This design comes from an exercise in tuning for small area, a short achievable clock period and few clock cycles per item on the open sky130 flow, not from production work. No functional check of the RTL was part of this run. Power and IR drop assume default switching activity.

**design.v**
```verilog
module chard_lane (
    input  wire        clk,
    input  wire        rst,
    input  wire        cmd_valid,
    output wire        cmd_ready,
    input  wire        cmd_slot,       
    input  wire [63:0] cmd_seed,
    input  wire [63:0] cmd_index,      
    input  wire [15:0] cmd_epoch,      
    input  wire [9:0]  cmd_stream,     
    input  wire [15:0] cmd_op,         
    input  wire [63:0] cmd_pos,        
    input  wire [15:0] cmd_count,      
    output wire        out_valid,
    input  wire        out_ready,
    output wire [31:0] out_word,
    output wire [63:0] out_hash,       
    output wire        out_last,       
    output wire        out_wrap,       
    output wire        tbl_en,
    output wire [9:0]  tbl_addr_a,
    output wire [9:0]  tbl_addr_b,
    input  wire [31:0] tbl_data_a,
    input  wire [31:0] tbl_data_b
);
    localparam [31:0] K6 = 32'h9E37_79B9;
    localparam [31:0] K7 = 32'h7F4A_7C15;
    localparam NST = 10;               
    wire adv = out_ready | ~out_valid;
    reg         g_busy;
    reg         g_slot;
    reg         g_first;
    reg  [63:0] g_pos;
    reg  [15:0] g_left;
    reg  [31:0] g_k0, g_k1, g_k2, g_k3, g_k4, g_k5;
    assign cmd_ready = ~g_busy;
    wire [63:0] g_next_pos = g_slot ? {g_pos[63:48], g_pos[47:0] + 48'd1}
                                    : g_pos + 64'd1;
    wire        g_wrap     = g_slot & ~g_first & (g_pos[47:0] == 48'd0);
    wire        g_last     = (g_left == 16'd1);
    always @(posedge clk) begin
        if (rst) begin
            g_busy <= 1'b0;
        end else if (cmd_valid && cmd_ready) begin
            g_busy  <= 1'b1;
            g_slot  <= cmd_slot;
            g_first <= 1'b1;
            g_pos   <= cmd_pos;
            g_left  <= cmd_count;
            g_k0    <= cmd_seed[31:0];
            g_k1    <= cmd_seed[63:32];
            g_k2    <= cmd_slot ? 32'd0 : cmd_index[31:0];
            g_k3    <= cmd_slot ? 32'd0 : cmd_index[63:32];
            g_k4    <= cmd_slot ? 32'd0 : {cmd_epoch, 6'd0, cmd_stream};
            g_k5    <= cmd_slot ? 32'h0200_0000 : {8'h01, 8'h00, cmd_op};
        end else if (g_busy && adv) begin
            g_first <= 1'b0;
            g_pos   <= g_next_pos;
            g_left  <= g_left - 16'd1;
            if (g_last)
                g_busy <= 1'b0;
        end
    end
    reg         s_valid [1:NST];
    reg         s_last  [1:NST];
    reg         s_wrap  [1:NST];
    reg  [31:0] s_a     [1:8];
    reg  [31:0] s_b     [1:8];
    reg  [31:0] s_k     [1:8][0:5];
    function [63:0] round;
        input [31:0] a, b, k;
        reg   [31:0] na;
        begin
            na    = ({a[7:0], a[31:8]} + b) ^ k;     
            round = {na, {b[28:0], b[31:29]} ^ na};  
        end
    endfunction
    function [31:0] key_of;
        input integer i;
        input [31:0] k0, k1, k2, k3, k4, k5;
        begin
            case (i)
                0: key_of = k0;
                1: key_of = k1;
                2: key_of = k2;
                3: key_of = k3;
                4: key_of = k4;
                5: key_of = k5;
                6: key_of = K6;
                default: key_of = K7;
            endcase
        end
    endfunction
    wire [63:0] r0 = round(g_pos[63:32], g_pos[31:0], g_k0);
    integer st, j;
    always @(posedge clk) begin
        if (rst) begin
            for (st = 1; st <= NST; st = st + 1)
                s_valid[st] <= 1'b0;
        end else if (adv) begin
            s_valid[1] <= g_busy;
            for (st = 2; st <= NST; st = st + 1)
                s_valid[st] <= s_valid[st-1];
        end
    end
    reg [63:0] rn;
    always @(posedge clk) begin
        if (adv) begin
            s_last[1] <= g_last;
            s_wrap[1] <= g_wrap;
            s_a[1]    <= r0[63:32];
            s_b[1]    <= r0[31:0];
            s_k[1][0] <= g_k0;
            s_k[1][1] <= g_k1;
            s_k[1][2] <= g_k2;
            s_k[1][3] <= g_k3;
            s_k[1][4] <= g_k4;
            s_k[1][5] <= g_k5;
            for (st = 2; st <= 8; st = st + 1) begin
                rn = round(s_a[st-1], s_b[st-1],
                           key_of(st - 1, s_k[st-1][0], s_k[st-1][1], s_k[st-1][2],
                                  s_k[st-1][3], s_k[st-1][4], s_k[st-1][5]));
                s_last[st] <= s_last[st-1];
                s_wrap[st] <= s_wrap[st-1];
                s_a[st]    <= rn[63:32];
                s_b[st]    <= rn[31:0];
                for (j = 0; j < 6; j = j + 1)
                    s_k[st][j] <= s_k[st-1][j];
            end
            for (st = 9; st <= NST; st = st + 1) begin
                s_last[st] <= s_last[st-1];
                s_wrap[st] <= s_wrap[st-1];
            end
        end
    end
    reg  [31:0] t_a, t_b;
    reg  [31:0] o_word;
    reg  [63:0] o_hash;
    assign tbl_en     = adv & s_valid[8];
    assign tbl_addr_a = s_b[8][9:0];
    assign tbl_addr_b = s_b[8][19:10];
    wire [4:0]  rot    = t_b[24:20];
    wire [63:0] tb_dbl = {tbl_data_b, tbl_data_b} << rot;
    always @(posedge clk)
        if (adv) begin
            t_a    <= s_a[8];
            t_b    <= s_b[8];
            o_word <= tbl_data_a ^ tb_dbl[63:32] ^ t_a;
            o_hash <= {t_a, t_b};
        end
    assign out_valid = s_valid[NST];
    assign out_word  = o_word;
    assign out_hash  = o_hash;
    assign out_last  = s_last[NST];
    assign out_wrap  = s_wrap[NST];
endmodule
```
**run.sh**
```bash
#!/bin/bash
# synth_recipe.tcl (not shown) runs the flow's synth.tcl, then flattens the netlist and writes it again
# the make line also repeats each setting of config.mk as NAME=value (left out here)
make -C /OpenROAD-flow-scripts/flow DESIGN_CONFIG=/design/flow/config.mk WORK_HOME=/design/flow/orfs CLKGATE_MAP_FILE= SYNTH_SCRIPT=/design/flow/synth_recipe.tcl finish
```
**constraint.sdc**
```tcl
create_clock -name core_clock -period 5.0 [get_ports {clk}]
set_input_delay 1.0000 -clock core_clock [delete_from_list [all_inputs] [get_ports {clk}]]
set_output_delay 1.0000 -clock core_clock [all_outputs]
set_load 0.01 [all_outputs]
```
**config.mk**
```make
export PLATFORM = sky130hd
export DESIGN_NAME = chard_lane
export DESIGN_NICKNAME = chard_lane
export VERILOG_FILES = /design/flow/design.v
export SDC_FILE = /design/flow/constraint.sdc
export NUM_CORES = 4
export LEC_CHECK = 0
export CAP_MARGIN = 20
export CORE_MARGIN = 2
export CORE_UTILIZATION = 40
export SLEW_MARGIN = 20
```
==> notes.md <==
## where the power goes
group,internal [W],switching (W)
Combinational,0.0115,0.0163
Clock,0.00628,0.00449
Sequential,0.0187,0.00252
Total,0.0364,0.0233
## metal layers
| layer | track usage | up-vias | wire [um] |
|---|---|---|---|
| met4 | 0.0608 | 6 | 3980 |
| met3 | 0.0324 | 202 | 8910 |
| met2 | 0.313 | 1152 | 73000 |
| met5 | 0 | - | 46 |
| met1 | 0.270 | 17828 | 70300 |
| li1 | - | 17364 | - |
## area by class of cell
cell class,instances,area (sq um)
inverters,82,317
multi-input cells,2841,21300
well taps,2044,2560
flip-flops and latches,1342,40200
diodes,1,2.50
repair buffers,469,4740
clock inverters,84,926
clock buffers,179,3890
fillers,13437,80400
## metrics by stage
stage / hold slack (ns) / TNS (ns) / area, sq um
finish: 0.410 / 0 / 74000
global route: 0.417 / 0 / 74000
CTS: 0.401 / 0 / 73900
detailed placement: 0.405 / 0 / 69100
global placement: 0.400 / 0 / 69100
floorplan: 0.400 / -0.200 / 62400
## path summary, 6_finish.rpt
check | start | end | slack [ns] | cells past startpoint
min | s_k[16][3] | s_k[22][3] | 0.41 | 0
max | g_pos[0] | s_b[1][28] | 1.18 | 12
min reg2reg | s_k[16][3] | s_k[22][3] | 0.41 | 0
max reg2reg | g_pos[0] | s_b[1][28] | 1.18 | 12
## cells by family after synthesis
family,Yosys count
compound gates,823
xor+xnor,816
fa+ha+maj,260
buf+inv,201
flops,1342
mux,97
simple gates,845
## layout by cell type (no fill, tap or decap), types with 34 or more instances in the layout
cell,n
xnor2_1,392
nor2_1,125
nand3_1,68
edfxtp_1,1331
nand2_1,298
xor2_1,414
o21bai_1,37
clkbuf_16,151
o21ai_0,205
a21oi_1,225
and3_1,38
mux2i_1,49
nor2b_1,133
nor3_1,34
ha_1,252
inv_1,80
a21o_1,146
clkdlybuf4s50_1,438
nand4_1,49
## flip-flops by register name, summed over array words and instances, names as in the netlist
| name | cells |
|---|---|
| s_k | 386 |
| s_a | 256 |
| s_b | 256 |
| g_pos | 64 |
| o_hash | 64 |
| g_k0 | 32 |
| g_k1 | 32 |
| g_k2 | 32 |
| g_k3 | 32 |
| o_word | 32 |
| t_a | 32 |
| t_b | 32 |
| g_k4 | 26 |
| g_k5 | 17 |
| g_left | 16 |
| s_last | 10 |
| s_valid | 10 |
| s_wrap | 10 |
| g_busy | 1 |
| g_first | 1 |
| g_slot | 1 |
==> metrics.csv <==
stage,metric,value,unit
routing,Antenna Nets Post-Route,0,
die,die height,399,um
timing,setup ws final,1.18,ns
yosys,Netlist Area Pre-Place,62300,sq um
yosys,Async SR Flop Fraction,0,
yosys,synthesis-stage register bit count,1342,
placement,"worst slack, placed",1.25,ns
die,Initial Util,0.404,
setup_path,critical path class,register to register,
global_route,vias in the first global route,35710,
clocking,CTS Sinks,1342,
yosys,Synth Instances,4384,
clocking,clock buffer depth,3,
setup_path,"slowest stage delay, CP",0.77,ns
clocking,TritonCTS clock tree,built,
setup_path,Critical path buffers and inverters,1,
clocking,Worst-Skew Late Latency,0.78,ns
clocking,post_cts resized,0,
setup_path,cell mode on critical path,a31oi_1,
yosys,Synth Area in Compound Gates,0.0826,
die,Ports,440,
timing,final setup violating endpoints,0,
yosys,Adder-Cell Fraction of Synth Area,0.0531,
placement,Cells after DPL,6777,
setup_path,CP startpoint kind,register,
power,peak supply drop,339,uV
clocking,clock root cell,clkbuf_16,
yosys,Synth top area share,0.641,
global_route,first-pass GRT wire length,230,mm
yosys,"Primary FF master, synth",edfxtp_1,
yosys,Synth area leaders,"edfxtp_1 64%, xor2_1 5.8%, xnor2_1 5.5%",
yosys,total number of yosys warnings,7,
yosys,Syn Area/Cell,14.2,sq um
setup_path,Worst EP required,5.52,ns
placement,gpl congestion,0.903,
timing,Max Clk Rate,262,MHz
timing,Slew headroom,0.275,
global_route,total grt overflow,0,
outcome,status,no timing/DRC/antenna violations,
routing,post-route DRC violation count,0,
timing,unrepaired setup endpoints after global routing,false,
setup_path,worst-path cell chain,"ha_1, inv_1, fa_1, nor2b_1, o2111ai_1, a31oi_1, o21ai_1, o31ai_1, a31oi_1, o221ai_1, xnor2_1, xor2_1",
routing,final wirelength,156,mm
timing,"Slew Viols, Final",0,
routing,vias per std cell,5.19,
setup_path,Critical Path AT,4.34,ns
yosys,top post-synthesis cells by count,"1,331 x edfxtp_1, 414 x xor2_1, 392 x xnor2_1",
power,Final Power,0.0597,W
timing,"Hold Violations, Final",0,
clocking,CTS H-tree lvls,4,
timing,post-route minimum period,3.82,ns
setup_path,cell family with most CP delay,compound AO/OA/AOI/OAI gates,
finish,Layout Nets,5463,
finish,layout cell share with drive strength beyond 1,0.0634,
min_path,worst min path class,register to register,
die,FP Rows,144,
placement,Buffers on Ports,439,
yosys,mux contribution to synthesized area,0.0223,
timing,fin crit share,0.763,
routing,drt first-iter violations,2977,
power,Pwr per Cell Area,808,nW/um^2
routing,DR pass1 iterations,6,
clocking,"CTS clk-pin slew, worst paths",0.06,ns
yosys,"Net Count, Synth",4963,
die,Die ar.,159000,sq um
timing,Layout Skew,0.0307,ns
power,leakage,27.7,nW
finish,"Area growth, synth to finish",18.6,%
yosys,largest family of logic cells by synthesized area,XOR/XNOR gates,
yosys,Post-synth EDFFs,1331,
die,die width,399,um
yosys,simple-gate share of the synthesized area,0.0671,
setup_path,Worst Setup End Kind,register,
die,Core ar.,154000,sq um
clocking,CTS buffer count,148,
finish,Finished Layout Cells,7042,
yosys,"area leader, netlist",edfxtp_1,
timing,slew at the pin closest to its max-slew limit,1.09,ns
yosys,Yosys cell types,87,
finish,post-layout util,0.479,
routing,routed len/inst,22.2,um
clocking,"Setup Fix Bufs, Post-CTS",0,
yosys,Synth Area in XOR/XNOR,0.117,
yosys,most frequent cell after synthesis,edfxtp_1,
setup_path,CP Max Fanout,5,
run,Max Cap Viol,0,
yosys,post-synthesis sequential area ratio,0.645,
clocking,Hold Buf Count CTS,0,
global_route,largest net degree at the start of global routing,210,
routing,Via Count,36552,
global_route,GRT Util Overall,0.195,
setup_path,slowest CP cell,o31ai_1,
global_route,initial antenna violation count,15,
placement,detailed placement HPWL,119,mm

==> re-timing with driven ports <==
How much do the figures lean on ideal ports? The routed layout below was timed once more, with nothing changed but the port constraints.
Step 1 (the two cells are an assumption about what drives the block):
set clk [get_ports {clk}]
set_driving_cell -lib_cell sky130_fd_sc_hd__clkbuf_16 $clk
set_driving_cell -lib_cell sky130_fd_sc_hd__buf_2 [delete_from_list [all_inputs] $clk]
Step 2 adds t to the input delays and takes it off the output delays; t is the mean of the earliest and latest rising clock arrival at the registers after step 1. Input paths then give back, and output paths get back, about the clock's delay inside the block.
Three values: no drivers, after step 1, after step 2; two values: the first two.
t, ns: 0.843
slack for setup (ns): 1.183 / 1.183 / 1.183
clock arrival spread, ns: 0.040 / 0.039
After both steps this run still meets setup and hold. For this run, drivers alone change the setup slack by 0.000 ns; drivers and shift together by 0.000 ns.
